From an optimization exercise on the open Yosys and OpenROAD flow, aimed at small area, a short achievable clock period and few clock cycles per item; shortcuts taken in it are not production practice.
Function was checked by simulation only, so behaviour that the tests miss may differ from the original.

// mx_dot_acc
module mx_dot_acc (
    input  wire         clk,
    input  wire         rst,         
    input  wire         in_valid,
    output wire         in_ready,
    input  wire         in_first,    
    input  wire         in_last,     
    input  wire [31:0]  acc_init,    
    input  wire [127:0] w_data,      
    input  wire [7:0]   w_scale,     
    input  wire [255:0] a_data,      
    input  wire [7:0]   a_scale,     
    input  wire [7:0]   skip_t,      
    output reg          out_valid,
    output reg  [31:0]  out_acc      
);
    localparam [31:0] QNAN = 32'h7FC0_0000;
    assign in_ready = 1'b1;
    reg         r_valid, r_first, r_last;
    reg [31:0]  r_init;
    reg [95:0]  r_w;     
    reg [223:0] r_a;     
    reg [31:0]  r_sg;    
    reg [7:0]   r_ws, r_as, r_t;
    integer     ii;
    always @(posedge clk) begin
        r_valid <= in_valid & ~rst;
        r_first <= in_first;
        r_last  <= in_last;
        r_init  <= acc_init;
        for (ii = 0; ii < 32; ii = ii + 1) begin
            r_w[3*ii +: 3] <= w_data[4*ii +: 3];
            r_a[7*ii +: 7] <= a_data[8*ii +: 7];
            r_sg[ii]       <= w_data[4*ii+3] ^ a_data[8*ii+7];
        end
        r_ws    <= w_scale;
        r_as    <= a_scale;
        r_t     <= skip_t;
    end
    function [11:0] elem;
        input [2:0] w;
        input [6:0] a;
        input       sg;
        reg [1:0] wsig, wsh;
        reg [3:0] asig, ash;
        reg [5:0] p;
        begin
            wsig = {w[2] | w[1], w[0]};
            wsh  = (w[2:1] == 2'd0) ? 2'd0 : w[2:1] - 2'd1;
            asig = {|a[6:3], a[2:0]};
            ash  = (a[6:3] == 4'd0) ? 4'd0 : a[6:3] - 4'd1;
            p    = wsig * asig;
            elem[11:7] = {3'd0, wsh} + {1'b0, ash};
            elem[6:0]  = sg ? -{1'b0, p} : {1'b0, p};
        end
    endfunction
    reg [22:0] row [0:31];
    reg [11:0] el;
    integer    i;
    always @* begin
        for (i = 0; i < 32; i = i + 1) begin
            el = elem(r_w[3*i +: 3], r_a[7*i +: 7], r_sg[i]);
  ...
Size in the first run: about 11,000 cells after synthesis, ~76,000 µm² of cells after synthesis.
Settings: LEC_CHECK=0, ABC_AREA=1, CAP_MARGIN=20, CORE_MARGIN=4, CORE_UTILIZATION=50, SLEW_MARGIN=20; clock period 40.0 ns.
standard.sh (not shown) runs the stock make flow with config.mk's settings and CLKGATE_MAP_FILE= SYNTH_SCRIPT=/design/flow/synth_recipe.tcl, a recipe that flattens the netlist after the stock synthesis.
==> flow/flow/run.sh <==
#!/bin/bash
# The standard layout (the standard.sh, its synthesis unchanged), with:
#  - the combinational logic of the synthesized netlist re-mapped by a
#    stronger ABC area script (flow/reabc.sh); registers are kept by name;
#  - ORFS's timing repair asked to leave a setup margin, so that
#    repair_timing works on paths well inside the clock period;
#  - the smallest buffer on each port.
# The SDC and the clock period are unchanged.
set -euo pipefail
cd "$(dirname "$0")/.."
KNOBS=(SETUP_SLACK_MARGIN=31 "BUFFER_PORTS_ARGS=-buffer_cell sky130_fd_sc_hd__buf_1")
R=orfs/results/sky130hd/mx_dot_acc/base
bash standard.sh "${KNOBS[@]}" synth > flow_synth.log 2>&1
cp $R/1_2_yosys.v orfs/1_2_yosys_standard.v
bash flow/reabc.sh orfs/1_2_yosys_standard.v orfs/1_2_yosys_reabc.v \
    "$FLOW_HOME/platforms/sky130hd/lib/sky130_fd_sc_hd__tt_025C_1v80.lib" orfs/reabc > flow_reabc.log 2>&1 \
  && [[ -s orfs/1_2_yosys_reabc.v ]] \
  && cp orfs/1_2_yosys_reabc.v $R/1_2_yosys.v && touch $R/1_2_yosys.v \
  || echo "re-mapping failed: the standard netlist is laid out" >> flow_reabc.log
bash standard.sh "${KNOBS[@]}" finish > flow_layout.log 2>&1
==> flow/flow/reabc.sh <==
#!/bin/bash
# Re-maps the combinational logic of a synthesized netlist with a stronger
# ABC area script; registers (and tie cells) are kept as they are, by name.
# usage: reabc.sh NETLIST_IN NETLIST_OUT LIBERTY WORKDIR
set -euo pipefail
IN=$1; OUT=$2; LIB=$3; W=$4
mkdir -p "$W"
DU=$(grep -o 'cell *( *"\?sky130_fd_sc_hd__[A-Za-z0-9_]*' "$LIB" | sed 's/.*\(sky130_fd_sc_hd__[A-Za-z0-9_]*\)/\1/' | grep -E 'lpflow|probe' | sort -u | sed 's/^/-dont_use /' | tr '\n' ' ')
cat > "$W/area.abc" <<'EOS'
&get -n
&st
&dch -f
&nf -a
&mfs
&put
topo
buffer -c
upsize -c
dnsize -c
EOS
printf 'set_driving_cell sky130_fd_sc_hd__buf_1\nset_load 5\n' > "$W/abc.constr"
cat > "$W/reabc.ys" <<EOS
read_liberty -ignore_miss_func $LIB
read_verilog $IN
hierarchy -top mx_dot_acc
setattr -mod -set keep_hierarchy 1 sky130_fd_sc_hd__*df* sky130_fd_sc_hd__conb_1
flatten
opt_clean
abc -liberty $LIB -script $W/area.abc -constr $W/abc.constr -D 40000 $DU
opt_clean -purge
stat -liberty $LIB
select mx_dot_acc
write_verilog -noattr -nohex -nodec -selected $OUT
EOS
Y=yosys
[[ -n "${FLOW_HOME:-}" && -x "$FLOW_HOME/../tools/install/yosys/bin/yosys" ]] && Y="$FLOW_HOME/../tools/install/yosys/bin/yosys"
"$Y" -l "$W/reabc.log" -q "$W/reabc.ys"
Testbench counts at the start, summed over its fixed seeds: cycles 27,208, blocks 27,168.
Rerun with:
Settings changed: CORE_UTILIZATION 50 to 45.
Fmax increases by 1.1%.
Routed wire length increases by 1.6%.
Rerun with:
--- a/flow/flow/run.sh
+++ b/flow/flow/run.sh
@@ -9,5 +9,5 @@
 set -euo pipefail
 cd "$(dirname "$0")/.."
-KNOBS=(SETUP_SLACK_MARGIN=31 "BUFFER_PORTS_ARGS=-buffer_cell sky130_fd_sc_hd__buf_1")
+KNOBS=(SETUP_SLACK_MARGIN=32 "BUFFER_PORTS_ARGS=-buffer_cell sky130_fd_sc_hd__buf_1")
 R=orfs/results/sky130hd/mx_dot_acc/base
 bash standard.sh "${KNOBS[@]}" synth > flow_synth.log 2>&1
--- a/flow/flow/reabc.sh
+++ b/flow/flow/reabc.sh
@@ -11,5 +11,5 @@
 &st
 &dch -f
-&nf -a
+&nf -a -R 20 -C 32 -F 8 -A 4 -p
 &mfs
 &put
Result:
- The new run finished with timing, DRC and antenna clean
- die area shrinks by 1.8%
- final cell count came out lower by 4.5%
- setup slack is worse by 1.4 ns
- clock skew falls by 0.011 ns
- global-route usage grows by 1.3 points
- non-clock buffer count is lower by 74
- routed wire length rose by 2.0%
- clock-buffer cell count came out lower by 7
Rerun with:
==> flow/flow/run.sh (replaced) <==
#!/bin/bash
# The standard layout (the standard.sh, its synthesis unchanged), with:
#  - ORFS's timing repair asked to leave a setup margin, so that
#    repair_timing works on paths well inside the clock period;
#  - the smallest buffer on each port.
# The SDC and the clock period are unchanged.
set -euo pipefail
cd "$(dirname "$0")/.."
KNOBS=(SETUP_SLACK_MARGIN=31 "BUFFER_PORTS_ARGS=-buffer_cell sky130_fd_sc_hd__buf_1")
bash standard.sh "${KNOBS[@]}" finish > flow_layout.log 2>&1
removed: flow/flow/reabc.sh
Effect: Design area climbs by 12%. Synthesized cell count climbs by 14%. Worst hold slack got worse by 0.017 ns. Cell count climbs by 15%. Utilization climbs by 0.78 points.
Rerun with:
==> flow/flow/run.sh (replaced) <==
#!/bin/bash
# The standard layout (the standard.sh, its synthesis unchanged), with:
#  - the combinational logic of the synthesized netlist re-mapped by a
#    stronger ABC area script (flow/reabc.sh); registers are kept by name;
#  - ORFS's timing repair asked to leave a setup margin, so that
#    repair_timing works on paths well inside the clock period;
#  - the smallest buffer on each port.
# The SDC and the clock period are unchanged.
set -euo pipefail
cd "$(dirname "$0")/.."
KNOBS=(SETUP_SLACK_MARGIN=32 "BUFFER_PORTS_ARGS=-buffer_cell sky130_fd_sc_hd__buf_1")
R=orfs/results/sky130hd/mx_dot_acc/base
bash standard.sh "${KNOBS[@]}" synth > flow_synth.log 2>&1
cp $R/1_2_yosys.v orfs/1_2_yosys_standard.v
bash flow/reabc.sh orfs/1_2_yosys_standard.v orfs/1_2_yosys_reabc.v \
    "$FLOW_HOME/platforms/sky130hd/lib/sky130_fd_sc_hd__tt_025C_1v80.lib" orfs/reabc > flow_reabc.log 2>&1 \
  && [[ -s orfs/1_2_yosys_reabc.v ]] \
  && cp orfs/1_2_yosys_reabc.v $R/1_2_yosys.v && touch $R/1_2_yosys.v \
  || echo "re-mapping failed: the standard netlist is laid out" >> flow_reabc.log
bash standard.sh "${KNOBS[@]}" finish > flow_layout.log 2>&1
==> flow/flow/reabc.sh (new file) <==
#!/bin/bash
# Re-maps the combinational logic of a synthesized netlist with a stronger
# ABC area script; registers (and tie cells) are kept as they are, by name.
# usage: reabc.sh NETLIST_IN NETLIST_OUT LIBERTY WORKDIR
set -euo pipefail
IN=$1; OUT=$2; LIB=$3; W=$4
mkdir -p "$W"
DU=$(grep -o 'cell *( *"\?sky130_fd_sc_hd__[A-Za-z0-9_]*' "$LIB" | sed 's/.*\(sky130_fd_sc_hd__[A-Za-z0-9_]*\)/\1/' | grep -E 'lpflow|probe' | sort -u | sed 's/^/-dont_use /' | tr '\n' ' ')
cat > "$W/area.abc" <<'EOS'
&get -n
&st
&dch -f
&nf -a -C 32 -F 8 -A 4 -p
&mfs
&put
topo
buffer -c
upsize -c
dnsize -c
EOS
printf 'set_driving_cell sky130_fd_sc_hd__buf_1\nset_load 5\n' > "$W/abc.constr"
cat > "$W/reabc.ys" <<EOS
read_liberty -ignore_miss_func $LIB
read_verilog $IN
hierarchy -top mx_dot_acc
setattr -mod -set keep_hierarchy 1 sky130_fd_sc_hd__*df* sky130_fd_sc_hd__conb_1
flatten
opt_clean
abc -liberty $LIB -script $W/area.abc -constr $W/abc.constr -D 40000 $DU
opt_clean -purge
stat -liberty $LIB
select mx_dot_acc
write_verilog -noattr -nohex -nodec -selected $OUT
EOS
Y=yosys
[[ -n "${FLOW_HOME:-}" && -x "$FLOW_HOME/../tools/install/yosys/bin/yosys" ]] && Y="$FLOW_HOME/../tools/install/yosys/bin/yosys"
"$Y" -l "$W/reabc.log" -q "$W/reabc.ys"
Effect:
- via count goes down by 6.0%
- die area goes down by 8.0%
- sequential share of layout area goes up by 1.6 points
- worst setup slack loses 0.74 ns

==> re-timing with driven ports <==
Ports are ideal in the flow. The routed layouts listed here were re-timed in OpenROAD. Step 1 assumes that a clkbuf_16 drives the clock port and a buf_2 every other input. Step 2 adds t to the input delays and takes it off the output delays; t is the mean of the earliest and latest rising clock arrival at the registers after step 1. Input paths then give back, and output paths get back, about the clock's delay inside the block. Slacks: ideal ports / drivers / drivers and shift; pairs: ideal ports / drivers.
run	shift t [ns]	slack for setup (ns)	clock arrival spread, ns	worst data-port slew with drivers (ns)
the first run	0.781	30.171 / 30.171 / 30.171	0.039 / 0.040	0.08
the second run	0.813	30.277 / 30.277 / 30.277	0.062 / 0.062	0.09
the third run	0.831	28.854 / 28.854 / 28.854	0.049 / 0.049	0.13
the fourth run	0.816	30.273 / 30.273 / 30.273	0.080 / 0.081	0.13
the fifth run	0.822	29.532 / 29.532 / 29.532	0.064 / 0.063	0.12
After both steps setup and hold are still met in every run listed.
